Background: an optimization exercise with open tools, aiming at small area, a short achievable clock period and few clock cycles per item. Do not read the settings as production practice. RTL that was checked went through simulation tests only; none was proved equivalent to the original.

Design bunting_aes256, start of the top module:
module bunting_aes256 (
    input  wire         clk,
    input  wire         rst,         
    input  wire [255:0] key,         
    input  wire         in_valid,
    output wire         in_ready,
    input  wire [127:0] in_block,    
    output reg          out_valid,
    output reg  [127:0] out_block    
);
    localparam NU = 7;
    reg  [3:0]        q;
    reg  [1:0]        r;
    reg               win_q;         
    reg  [3*NU-1:0]   vr;            
    reg  [128*NU-1:0] ra, rc;        
    reg  [192*NU-1:0] rb;
    reg  [128*NU-1:0] ku;            
    reg  [127:0]      kp, kc;
    reg  [47:0]       kt1;
    reg  [31:0]       kt;
    assign in_ready = win_q;
    wire [192*NU-1:0] ta;
    wire [128*NU-1:0] sb, mk;
    genvar j;
    wire [127:0]      m7;            
    generate
        for (j = 0; j < NU; j = j + 1) begin : g_unit
            sub_top u_a (.a(ra[128*j +: 128]), .y(ta[192*j +: 192]));
            sub_bot u_b (.a(rb[192*j +: 192]), .y(sb[128*j +: 128]));
            if (j < NU - 1) begin : g_mix
                mix_ark u_c (.a(rc[128*j +: 128]), .k(ku[128*j +: 128]), .y(mk[128*j +: 128]));
            end else begin : g_last
                mix_ark_in u_c (.a(rc[128*j +: 128]), .k(ku[128*j +: 128]), .sel(win_q),
                                .d(in_block ^ key[255:128]), .y(m7));
            end
        end
    endgenerate
    always @(posedge clk) begin
        ra        <= {mk[128*NU-129:0], m7};
        rb        <= ta;
        rc        <= sb;
        out_block <= rc[128*NU-1 -: 128] ^ ku[128*NU-1 -: 128];
    end
    wire [47:0] ks1;
    wire [31:0] ks;
    generate
        genvar i;
        for (i = 0; i < 4; i = i + 1) begin : g_ksub
            sbox_top u_top (.a(kc[31 - 8*i -: 8]), .m(ks1[47 - 12*i -: 4]), .t(ks1[43 - 12*i -: 8]));
            sbox_bot u_bot (.m(kt1[47 - 12*i -: 4]), .t(kt1[43 - 12*i -: 8]), .y(ks[31 - 8*i -: 8]));
        end
    endgenerate
    wire [7:0]   rcon = 8'h01 << q[3:1];
    wire [31:0]  tx   = q[0] ? {kt[23:16] ^ rcon, kt[15:0], kt[31:24]} : kt;
    wire [31:0]  p01  = kp[127:96] ^ kp[95:64];
    wire [31:0]  n0   = kp[127:96] ^ tx;
    wire [31:0]  n1   = p01 ^ tx;
    wire [31:0]  n2   = kp[63:32] ^ n1;
  ...
==> module bunting_aes256, before the edit <==
module bunting_aes256 (
    input  wire         clk,
    input  wire         rst,         
    input  wire [255:0] key,         
    input  wire         in_valid,
    output wire         in_ready,
    input  wire [127:0] in_block,    
    output reg          out_valid,
    output reg  [127:0] out_block    
);
    localparam NU = 7;
    reg  [3:0]        q;
    reg  [1:0]        r;
    reg               win_q;         
    reg  [3*NU-1:0]   vr;            
    reg  [128*NU-1:0] ra, rc;        
    reg  [192*NU-1:0] rb;
    reg  [128*NU-1:0] ku;            
    reg  [127:0]      kp, kc;
    reg  [47:0]       kt1;
    reg  [31:0]       kt;
    assign in_ready = win_q;
    wire [192*NU-1:0] ta;
    wire [128*NU-1:0] sb, mk;
    genvar j;
    wire [127:0]      m7;            
    generate
        for (j = 0; j < NU; j = j + 1) begin : g_unit
            sub_top u_a (.a(ra[128*j +: 128]), .y(ta[192*j +: 192]));
            sub_bot u_b (.a(rb[192*j +: 192]), .y(sb[128*j +: 128]));
            if (j < NU - 1) begin : g_mix
                mix_ark u_c (.a(rc[128*j +: 128]), .k(ku[128*j +: 128]), .y(mk[128*j +: 128]));
            end else begin : g_last
                mix_ark_in u_c (.a(rc[128*j +: 128]), .k(ku[128*j +: 128]), .sel(win_q),
                                .d(in_block ^ key[255:128]), .y(m7));
            end
        end
    endgenerate
    always @(posedge clk) begin
        ra        <= {mk[128*NU-129:0], m7};
        rb        <= ta;
        rc        <= sb;
        out_block <= rc[128*NU-1 -: 128] ^ ku[128*NU-1 -: 128];
    end
    wire [47:0] ks1;
    wire [31:0] ks;
    generate
        genvar i;
        for (i = 0; i < 4; i = i + 1) begin : g_ksub
            sbox_top u_top (.a(kc[31 - 8*i -: 8]), .m(ks1[47 - 12*i -: 4]), .t(ks1[43 - 12*i -: 8]));
            sbox_bot u_bot (.m(kt1[47 - 12*i -: 4]), .t(kt1[43 - 12*i -: 8]), .y(ks[31 - 8*i -: 8]));
        end
    endgenerate
    wire [7:0]   rcon = 8'h01 << q[3:1];
    wire [31:0]  tx   = q[0] ? {kt[23:16] ^ rcon, kt[15:0], kt[31:24]} : kt;
    wire [31:0]  p01  = kp[127:96] ^ kp[95:64];
    wire [31:0]  n0   = kp[127:96] ^ tx;
    wire [31:0]  n1   = p01 ^ tx;
    wire [31:0]  n2   = kp[63:32] ^ n1;
    wire [31:0]  n3   = kp[31:0] ^ n2;
    wire [2:0]   qu   = (q >= 4'd7) ? q[2:0] + 3'd1 : q[2:0];
    always @(posedge clk) begin
        kt1 <= ks1;
        kt  <= ks;
        if (r == 2'd0) begin
            kp <= (q == 4'd0) ? key[255:128] : kc;
            kc <= (q == 4'd0) ? key[127:0] : {n0, n1, n2, n3};
        end
    end
    generate
        for (j = 0; j < NU; j = j + 1) begin : g_key
            always @(posedge clk)
                if (r == 2'd1 && qu == j)
                    ku[128*j +: 128] <= kc;
        end
    endgenerate
    wire [3:0] q1   = (r == 2'd2) ? ((q == 4'd13) ? 4'd0 : q + 4'd1) : q;
    wire [1:0] r1   = (r == 2'd2) ? 2'd0 : r + 2'd1;
    wire       win1 = (q1 == 4'd13 && r1 == 2'd2) || (q1 <= 4'd5) || (q1 == 4'd6 && r1 != 2'd2);
    wire       idle = win_q && (vr[3*NU-2:0] == 0) && !in_valid;
    always @(posedge clk) begin
        if (rst) begin
            q         <= 4'd13;
            r         <= 2'd2;
            win_q     <= 1'b1;
            vr        <= 0;
            out_valid <= 1'b0;
        end else begin
            vr        <= {vr[3*NU-2:0], win_q ? in_valid : vr[3*NU-1]};
            out_valid <= win_q && vr[3*NU-1];
            if (idle) begin
                q     <= 4'd13;
                r     <= 2'd2;
                win_q <= 1'b1;
            end else begin
                q     <= q1;
                r     <= r1;
                win_q <= win1;
            end
        end
    end
endmodule
==> flow/config.mk <==
export PLATFORM = sky130hd
export DESIGN_NAME = bunting_aes256
export DESIGN_NICKNAME = bunting_aes256
export VERILOG_FILES = /design/flow/design.v
export SDC_FILE = /design/flow/constraint.sdc
export NUM_CORES = 8
export LEC_CHECK = 0
export CAP_MARGIN = 20
export CORE_MARGIN = 2
export CORE_UTILIZATION = 55
export CTS_CLUSTER_DIAMETER = 60
export CTS_CLUSTER_SIZE = 30
export SETUP_SLACK_MARGIN = 4.0
export SLEW_MARGIN = 20
export SYNTH_HIERARCHICAL = 1
export SYNTH_MINIMUM_KEEP_SIZE = 0
==> flow/constraint.sdc <==
create_clock -name core_clock -period 7.0 [get_ports {clk}]
set_input_delay 1.4000 -clock core_clock [delete_from_list [all_inputs] [get_ports {clk}]]
set_output_delay 1.4000 -clock core_clock [all_outputs]
set_load 0.01 [all_outputs]
run.sh (not shown) runs the stock make flow with config.mk's settings and CLKGATE_MAP_FILE= SYNTH_SCRIPT=/design/flow/synth_recipe.tcl, a recipe that flattens the netlist after the stock synthesis.
Testbench counts at the start, summed over its fixed seeds: cycles 3,456, blocks 1,600.
Rerun with:
--- a/flow/design.v
+++ b/flow/design.v
@@ -390,11 +390,12 @@
     wire [31:0]  n2   = kp[63:32] ^ n1;
     wire [31:0]  n3   = kp[31:0] ^ n2;
+    wire [127:0] nk   = {n0, n1, n2, n3};
     wire [2:0]   qu   = (q >= 4'd7) ? q[2:0] + 3'd1 : q[2:0];
     always @(posedge clk) begin
         kt1 <= ks1;
         kt  <= ks;
-        if (r == 2'd0) begin
+        if (r == 2'd1) begin
             kp <= (q == 4'd0) ? key[255:128] : kc;
-            kc <= (q == 4'd0) ? key[127:0] : {n0, n1, n2, n3};
+            kc <= (q == 4'd0) ? key[127:0] : nk;
         end
     end
@@ -403,5 +404,5 @@
             always @(posedge clk)
                 if (r == 2'd1 && qu == j)
-                    ku[128*j +: 128] <= kc;
+                    ku[128*j +: 128] <= (j == 0 && q == 4'd0) ? key[127:0] : nk;
         end
     endgenerate
What happened:
- Now the flow produced a layout that fails on antenna violations
- count of clock-buffer cells in the layout drops by 7
- worst setup slack loses 0.13 ns
- non-clock buffer count shrinks by 12
- sequential share of layout area falls by 0.18 points
- flip-flop and latch count is unchanged
- fmax goes down by 4.2%
- design area goes up by 0.51%
- routed wire length decreases by 1.6%
Only the layout flow was run in the second run of this note; the RTL was not checked for function there.

afterwards: timing with drivers on the ports:
Ports are ideal in the flow. The routed layouts listed here were re-timed in OpenROAD. Step 1 (the two cells are an assumption about what drives the block):
set clk [get_ports {clk}]
set_driving_cell -lib_cell sky130_fd_sc_hd__clkbuf_16 $clk
set_driving_cell -lib_cell sky130_fd_sc_hd__buf_2 [delete_from_list [all_inputs] $clk]
Step 2 adds t to the input delays and takes it off the output delays; t is the mean of the earliest and latest rising clock arrival at the registers after step 1. Input paths then give back, and output paths get back, about the clock's delay inside the block. a / b / c = no drivers / after step 1 / after step 2; a / b = the first two.
run | t (ns) | slack for setup (ns) | worst setup path after step 2 | latest minus earliest clock arrival (ns) | pins driven straight from the clock port
the first run | 1.186 | 3.977 / 3.890 / 3.193 | input to register | 0.062 / 0.062 | 1
the second run | 1.188 | 3.844 / 3.833 / 3.699 | input to register | 0.084 / 0.084 | 1
For the first run, which loses most, drivers alone change the setup slack by -0.087 ns; drivers and shift together by -0.784 ns.
